This design comes from an exercise in tuning for small area, a short achievable clock period and few clock cycles per item on the open sky130 flow, not from production work.
Only the layout flow was run in this run; the RTL was not checked for function there.
No activity file was given, so power comes from the tool's default toggle rates.

==> design.v <==
module img_sha256 (
    input  wire         clk,
    input  wire         rst,         
    input  wire         in_valid,
    output wire         in_ready,
    input  wire [31:0]  in_data,
    input  wire         in_last,
    output reg          out_valid,
    output wire [255:0] out_digest
);
    localparam [1:0] S_LOAD = 2'd0,    
                     S_RND  = 2'd1,    
                     S_ADD  = 2'd2;    
    reg [1:0]  state;
    reg [3:0]  wcnt;         
    reg [5:0]  rnd;          
    reg        padding;      
    reg        marker_done;  
    reg        len_blk;      
    reg        fresh;        
    reg [31:0] nwords;       
    reg [31:0] w [0:15];     
    reg [31:0] H [0:7];      
    reg [31:0] a, b, c, d, e, f, g, h;
    integer i;
    function [31:0] rotr(input [31:0] x, input integer n);
        rotr = (x >> n) | (x << (32 - n));
    endfunction
    function [31:0] bsig0(input [31:0] x);
        bsig0 = rotr(x, 2) ^ rotr(x, 13) ^ rotr(x, 22);
    endfunction
    function [31:0] bsig1(input [31:0] x);
        bsig1 = rotr(x, 6) ^ rotr(x, 11) ^ rotr(x, 25);
    endfunction
    function [31:0] ssig0(input [31:0] x);
        ssig0 = rotr(x, 7) ^ rotr(x, 18) ^ (x >> 3);
    endfunction
    function [31:0] ssig1(input [31:0] x);
        ssig1 = rotr(x, 17) ^ rotr(x, 19) ^ (x >> 10);
    endfunction
    function [31:0] iv(input [2:0] k);
        case (k)
            3'd0: iv = 32'h6a09e667; 3'd1: iv = 32'hbb67ae85;
            3'd2: iv = 32'h3c6ef372; 3'd3: iv = 32'ha54ff53a;
            3'd4: iv = 32'h510e527f; 3'd5: iv = 32'h9b05688c;
            3'd6: iv = 32'h1f83d9ab; default: iv = 32'h5be0cd19;
        endcase
    endfunction
    reg [31:0] k_t;
    always @(*) begin
        case (rnd)
            6'd0:  k_t = 32'h428a2f98; 6'd1:  k_t = 32'h71374491;
            6'd2:  k_t = 32'hb5c0fbcf; 6'd3:  k_t = 32'he9b5dba5;
            6'd4:  k_t = 32'h3956c25b; 6'd5:  k_t = 32'h59f111f1;
            6'd6:  k_t = 32'h923f82a4; 6'd7:  k_t = 32'hab1c5ed5;
            6'd8:  k_t = 32'hd807aa98; 6'd9:  k_t = 32'h12835b01;
            6'd10: k_t = 32'h243185be; 6'd11: k_t = 32'h550c7dc3;
            6'd12: k_t = 32'h72be5d74; 6'd13: k_t = 32'h80deb1fe;
            6'd14: k_t = 32'h9bdc06a7; 6'd15: k_t = 32'hc19bf174;
            6'd16: k_t = 32'he49b69c1; 6'd17: k_t = 32'hefbe4786;
            6'd18: k_t = 32'h0fc19dc6; 6'd19: k_t = 32'h240ca1cc;
            6'd20: k_t = 32'h2de92c6f; 6'd21: k_t = 32'h4a7484aa;
            6'd22: k_t = 32'h5cb0a9dc; 6'd23: k_t = 32'h76f988da;
            6'd24: k_t = 32'h983e5152; 6'd25: k_t = 32'ha831c66d;
            6'd26: k_t = 32'hb00327c8; 6'd27: k_t = 32'hbf597fc7;
            6'd28: k_t = 32'hc6e00bf3; 6'd29: k_t = 32'hd5a79147;
            6'd30: k_t = 32'h06ca6351; 6'd31: k_t = 32'h14292967;
            6'd32: k_t = 32'h27b70a85; 6'd33: k_t = 32'h2e1b2138;
            6'd34: k_t = 32'h4d2c6dfc; 6'd35: k_t = 32'h53380d13;
            6'd36: k_t = 32'h650a7354; 6'd37: k_t = 32'h766a0abb;
            6'd38: k_t = 32'h81c2c92e; 6'd39: k_t = 32'h92722c85;
            6'd40: k_t = 32'ha2bfe8a1; 6'd41: k_t = 32'ha81a664b;
            6'd42: k_t = 32'hc24b8b70; 6'd43: k_t = 32'hc76c51a3;
            6'd44: k_t = 32'hd192e819; 6'd45: k_t = 32'hd6990624;
            6'd46: k_t = 32'hf40e3585; 6'd47: k_t = 32'h106aa070;
            6'd48: k_t = 32'h19a4c116; 6'd49: k_t = 32'h1e376c08;
            6'd50: k_t = 32'h2748774c; 6'd51: k_t = 32'h34b0bcb5;
            6'd52: k_t = 32'h391c0cb3; 6'd53: k_t = 32'h4ed8aa4a;
            6'd54: k_t = 32'h5b9cca4f; 6'd55: k_t = 32'h682e6ff3;
            6'd56: k_t = 32'h748f82ee; 6'd57: k_t = 32'h78a5636f;
            6'd58: k_t = 32'h84c87814; 6'd59: k_t = 32'h8cc70208;
            6'd60: k_t = 32'h90befffa; 6'd61: k_t = 32'ha4506ceb;
            6'd62: k_t = 32'hbef9a3f7; default: k_t = 32'hc67178f2;
        endcase
    end
    assign in_ready = (state == S_LOAD) && !padding;
    wire        take     = in_valid && in_ready;
    wire [63:0] bitlen   = {27'd0, nwords, 5'd0};
    wire        len_here = padding && marker_done && (wcnt == 4'd14);
    reg [31:0] load_word;
    always @(*) begin
        if (!padding)
            load_word = in_data;
        else if (!marker_done)
            load_word = 32'h80000000;
        else if (wcnt == 4'd14 && len_here)
            load_word = bitlen[63:32];
        else if (wcnt == 4'd15 && len_blk)
            load_word = bitlen[31:0];
        else
            load_word = 32'd0;
    end
    wire load_step = (state == S_LOAD) && (take || padding);
    wire [31:0] ch  = (e & f) ^ (~e & g);
    wire [31:0] maj = (a & b) ^ (a & c) ^ (b & c);
    wire [31:0] t1  = h + bsig1(e) + ch + k_t + w[0];
    wire [31:0] t2  = bsig0(a) + maj;
    wire [31:0] wnext = ssig1(w[14]) + w[9] + ssig0(w[1]) + w[0];
    always @(posedge clk) begin
        if (rst) begin
            state       <= S_LOAD;
            wcnt        <= 4'd0;
            rnd         <= 6'd0;
            padding     <= 1'b0;
            marker_done <= 1'b0;
            len_blk     <= 1'b0;
            fresh       <= 1'b1;
            nwords      <= 32'd0;
            out_valid   <= 1'b0;
        end else begin
            out_valid <= 1'b0;
            case (state)
                S_LOAD: begin
                    if (load_step) begin
                        for (i = 0; i < 15; i = i + 1)
                            w[i] <= w[i + 1];
                        w[15] <= load_word;
                        wcnt  <= wcnt + 4'd1;
                        if (take) begin
                            nwords <= nwords + 32'd1;
                            if (in_last)
                                padding <= 1'b1;
                        end
                        if (padding)
                            marker_done <= 1'b1;
                        if (len_here)
                            len_blk <= 1'b1;
                        if (wcnt == 4'd15) begin
                            state <= S_RND;
                            rnd   <= 6'd0;
                            a <= fresh ? iv(0) : H[0];
                            b <= fresh ? iv(1) : H[1];
                            c <= fresh ? iv(2) : H[2];
                            d <= fresh ? iv(3) : H[3];
                            e <= fresh ? iv(4) : H[4];
                            f <= fresh ? iv(5) : H[5];
                            g <= fresh ? iv(6) : H[6];
                            h <= fresh ? iv(7) : H[7];
                        end
                    end
                end
                S_RND: begin
                    h <= g;
                    g <= f;
                    f <= e;
                    e <= d + t1;
                    d <= c;
                    c <= b;
                    b <= a;
                    a <= t1 + t2;
                    for (i = 0; i < 15; i = i + 1)
                        w[i] <= w[i + 1];
                    w[15] <= wnext;
                    rnd <= rnd + 6'd1;
                    if (rnd == 6'd63)
                        state <= S_ADD;
                end
                default: begin  
                    H[0] <= (fresh ? iv(0) : H[0]) + a;
                    H[1] <= (fresh ? iv(1) : H[1]) + b;
                    H[2] <= (fresh ? iv(2) : H[2]) + c;
                    H[3] <= (fresh ? iv(3) : H[3]) + d;
                    H[4] <= (fresh ? iv(4) : H[4]) + e;
                    H[5] <= (fresh ? iv(5) : H[5]) + f;
                    H[6] <= (fresh ? iv(6) : H[6]) + g;
                    H[7] <= (fresh ? iv(7) : H[7]) + h;
                    state <= S_LOAD;
                    wcnt  <= 4'd0;
                    if (len_blk) begin
                        out_valid   <= 1'b1;
                        fresh       <= 1'b1;
                        padding     <= 1'b0;
                        marker_done <= 1'b0;
                        len_blk     <= 1'b0;
                        nwords      <= 32'd0;
                    end else begin
                        fresh <= 1'b0;
                    end
                end
            endcase
        end
    end
    assign out_digest = {H[0], H[1], H[2], H[3], H[4], H[5], H[6], H[7]};
endmodule
==> run.sh <==
#!/bin/bash
# synth_recipe.tcl (not shown) runs the flow's synth.tcl, then flattens the netlist and writes it again
# the make line also repeats each setting of config.mk as NAME=value (left out here)
make -C /OpenROAD-flow-scripts/flow DESIGN_CONFIG=/design/flow/config.mk WORK_HOME=/design/flow/orfs CLKGATE_MAP_FILE= SYNTH_SCRIPT=/design/flow/synth_recipe.tcl finish
==> config.mk <==
export PLATFORM = sky130hd
export DESIGN_NAME = img_sha256
export DESIGN_NICKNAME = img_sha256
export VERILOG_FILES = /design/flow/design.v
export SDC_FILE = /design/flow/constraint.sdc
export NUM_CORES = 4
export LEC_CHECK = 0
export CAP_MARGIN = 20
export CORE_MARGIN = 2
export CORE_UTILIZATION = 40
export PLACE_DENSITY = 0.6
export SLEW_MARGIN = 20
==> constraint.sdc <==
create_clock -name core_clock -period 10.0 [get_ports {clk}]
set_input_delay 2.0000 -clock core_clock [delete_from_list [all_inputs] [get_ports {clk}]]
set_output_delay 2.0000 -clock core_clock [all_outputs]
set_load 0.01 [all_outputs]
==> flow_summary.toml <==
[layout]
final_cell_mix = "edfxtp_1, nor2_1, nand2_1, xnor2_1"
nNetsFinal = 7091
finalInstanceArea_sq_mm = 0.07649
drive_gt1_frac = 0.06417
area_delta_synth_final_pct = 14.58
final_common_cell = "edfxtp_1"
reg.largest.list = "w x512, H x256"
largest_reg_flops = 512
regMostFlops = "w"

[synth]
synth_fa_ha_area_frac = 0.1323
synth_area_leaders = "edfxtp_1, ha_1, fa_1"
synthArstFlopShare = 0
synth-compound-area-share = 0.1307
postSynthCellCount = 6239
muxShareOfSynthArea = 0.007591
synth_top_area_cell = "edfxtp_1"
syn-num-nets = 6862
synth_xor_area_frac = 0.08016
synth_edf_count = 1024
synth_area_sq_mm = 0.06676
yosys_warnings = 3
synth_top_family_by_area = "adder cells"
yosysSeqAreaShare = 0.4849
syn_avg_cell_area_sq_um = 10.70
yosys.area_share.simple = 0.1271
synth_cell_types = 80
synth_seq_cells = 1105
synth_top_area_share = 0.4606
synth_ff_type = "edfxtp_1"

[routing]
wl_um = 226800
routedWlPerCell_um = 25.86
drtIter0Drc = 5215
drc = 0
via_per_inst = 5.590
num_vias = 49010
detail-route-antenna-nets = 0
first_pass_iters = 6

[place]
io_buffers = 293
place_hpwl_um = 169800
post_dp_cell_area_sq_mm = 0.07205
place.gp.congestion = 0.9688
pre_cts_slack_ns = 2.066

[floorplanning]
io_pins = 294
chipWidth_um = 412.5
die-area_sq_mm = 0.1702
num_rows = 149
coreArea_sq_mm = 0.1654
initial_core_util = 0.4037
die_height_um = 412.5

[cts]
root_buffer = "clkbuf_16"
cts_hold_buf = 0
postCtsSetupBuffers = 0
cts_buffers = 132
clk_latency_ns = 0.79
max-clock-path-buffers = 3
cts_sinks = 1105
h-tree-depth = 4
cts_tree = "built"
clk_pin_slew_ns = 0.06
cts_resized = 0

[worst_setup_path]
critPathArrivalTime_ns = 8.51
path_class = "reg2reg"
cp_slowest_cell = "edfxtp_1"
crit_path_max_fanout = 7
r2r_end = "a[29]$_DFFE_PP_"
crit_top_cell = "fa_1"
cp_slowest_stage_delay_ns = 0.61
start_kind = "flop"
required_ns = 10.47
r2r-start = "e[1]$_DFFE_PP_"
critPathCaptureType = "flop"
worstRegToRegCells = 29
startpoint = "e[1]$_DFFE_PP_"
crit_path_end = "a[29]$_DFFE_PP_"
rrSetupSlack_ns = 1.96

[power]
leakagePower_nw = 29.11
p_per_area_mw_per_mm2 = 154.9
peakVddDrop_mv = 0.1803

[sta]
finalSetupViolations = 0
timing.final.crit_share = 0.8038
finalWorstSetupSlack_ns = 1.962
timing.fmax_mhz = 124.4
worst_pin_slew_ns = 1.181
skew_ns = 0.04300
min_period_ns = 8.038
rsz0062_at_grt = "no"
maxSlewHeadroom = 0.2129
slew_viol_final = 0
hold_viol_final = 0

[global_route]
antenna_found_initial = 10
overflow = 0
grt_max_degree = 187
grt_pass1_vias = 46970
track_usage = 0.2629
grt_pass1_wl_um = 325300

[run_status]
status = "no timing/DRC/antenna violations"

[flow_run]
drv_cap = 0

[min_path]
min_path_type = "reg2reg"
==> synth_stat cells, drive strengths merged (81+ instances only) <==
master / number
fa: 195
a21o: 195
xnor2: 434
a21oi: 415
o21ai: 290
or2: 148
inv: 420
dfxtp: 81
nor2b: 161
clkbuf: 231
edfxtp: 1024
nor2: 656
ha: 392
nand2: 531
xor2: 177
==> cell families after synthesis <==
family / Yosys count
AO/OA/AOI/OAI: 1371
buffers and inverters: 663
AND/OR/NAND/NOR: 1851
flip-flops: 1105
adder cells (fa/ha/maj): 589
XOR/XNOR: 611
multiplexers: 49
==> metrics by stage <==
step | utilization | cells | hold slack (ns) | power [mW] | TNS, ns
CTS | 0.4625 | 8765 | 0.4058 | 11.94 | 0
detailed placement | 0.4357 | 8523 | 0.4045 | 6.956 | 0
finish | 0.4626 | 8768 | 0.4037 | 11.85 | 0
global route | 0.4625 | 8765 | 0.4158 | 12.28 | 0
floorplan | - | 6239 | 0.4003 | 6.527 | -1637.93
global placement | 0.4357 | 8523 | 0.4005 | 6.951 | 0
==> critical path, delay by kind of cell, from the launching register on <==
kind / cells / cell delay, ns
xor gates and xnor gates: 2 / 0.77
DFF: 1 / 0.61
and+or+nand+nor: 4 / 0.79
buffers and inverters: 4 / 0.36
adders and majority gates: 7 / 2.73
muxes: 1 / 0.26
AOI/OAI and AO/OA: 11 / 2.19
==> power by group <==
group / total, mW / switching (mW) / internal (mW)
sequential: 5.24 / 0.0885 / 5.15
clock: 4.97 / 2.09 / 2.88
combinational: 1.64 / 0.968 / 0.672
total: 11.8 / 3.14 / 8.71
==> layout make-up <==
type | instances | area [sq um]
sequential | 1105 | 32370
multi-input combinational | 4471 | 31970
fill | 15330 | 88870
antenna | 3 | 7.507
clock inverter | 64 | 795.8
timing repair buffer | 338 | 3383
clock buffer | 178 | 3642
tap | 2189 | 2739
inverter | 420 | 1577
==> worst min-delay path by stage <==
stage                                    from                  end  slack, ns  cells after the start
after floorplan            w[11][0]$_DFFE_PP_   w[10][0]$_DFFE_PP_       0.40                      0
after global placement    w[15][18]$_DFFE_PP_  w[14][18]$_DFFE_PP_       0.40                      0
after detailed placement  w[11][17]$_DFFE_PP_  w[10][17]$_DFFE_PP_       0.40                      0
after CTS                 w[10][24]$_DFFE_PP_   w[9][24]$_DFFE_PP_       0.41                      0
after global routing       w[6][11]$_DFFE_PP_   w[5][11]$_DFFE_PP_       0.42                      0
final                      w[6][11]$_DFFE_PP_   w[5][11]$_DFFE_PP_       0.40                      0
==> metal layers <==
metal	part of all wire	up-vias	routed length, um	track usage
li1	-	22490	-	-
met1	0.45	24060	102100	0.3785
met2	0.42	2080	96170	0.3862
met3	0.086	382	19490	0.05737
met4	0.040	2	8989	0.09785
met5	0.000088	-	20	0

-- afterwards: timing with drivers on the ports --
The results above use ideal ports. As a check the final layout listed here was re-extracted and re-timed, cells and wires unchanged.
Step 1 sets driving cells, clkbuf_16 on the clock port and buf_2 on the other inputs (assumed; they add their load-dependent delay and slew).
Step 2 times the ports against the registers' clock, not the clock port: input delays grow and output delays shrink by t, the midpoint of the rising clock arrivals with the driver on.
a / b / c = no drivers / after step 1 / after step 2; a / b = the first two.
t (ns): 0.859
setup slack, ns: 1.962 / 1.962 / 1.962
hold slack, ns: 0.404 / 0.404 / 0.404
After both steps setup and hold are still met in this run. The setup slack of this run moves by 0.000 ns with the drivers and by 0.000 ns with both steps.
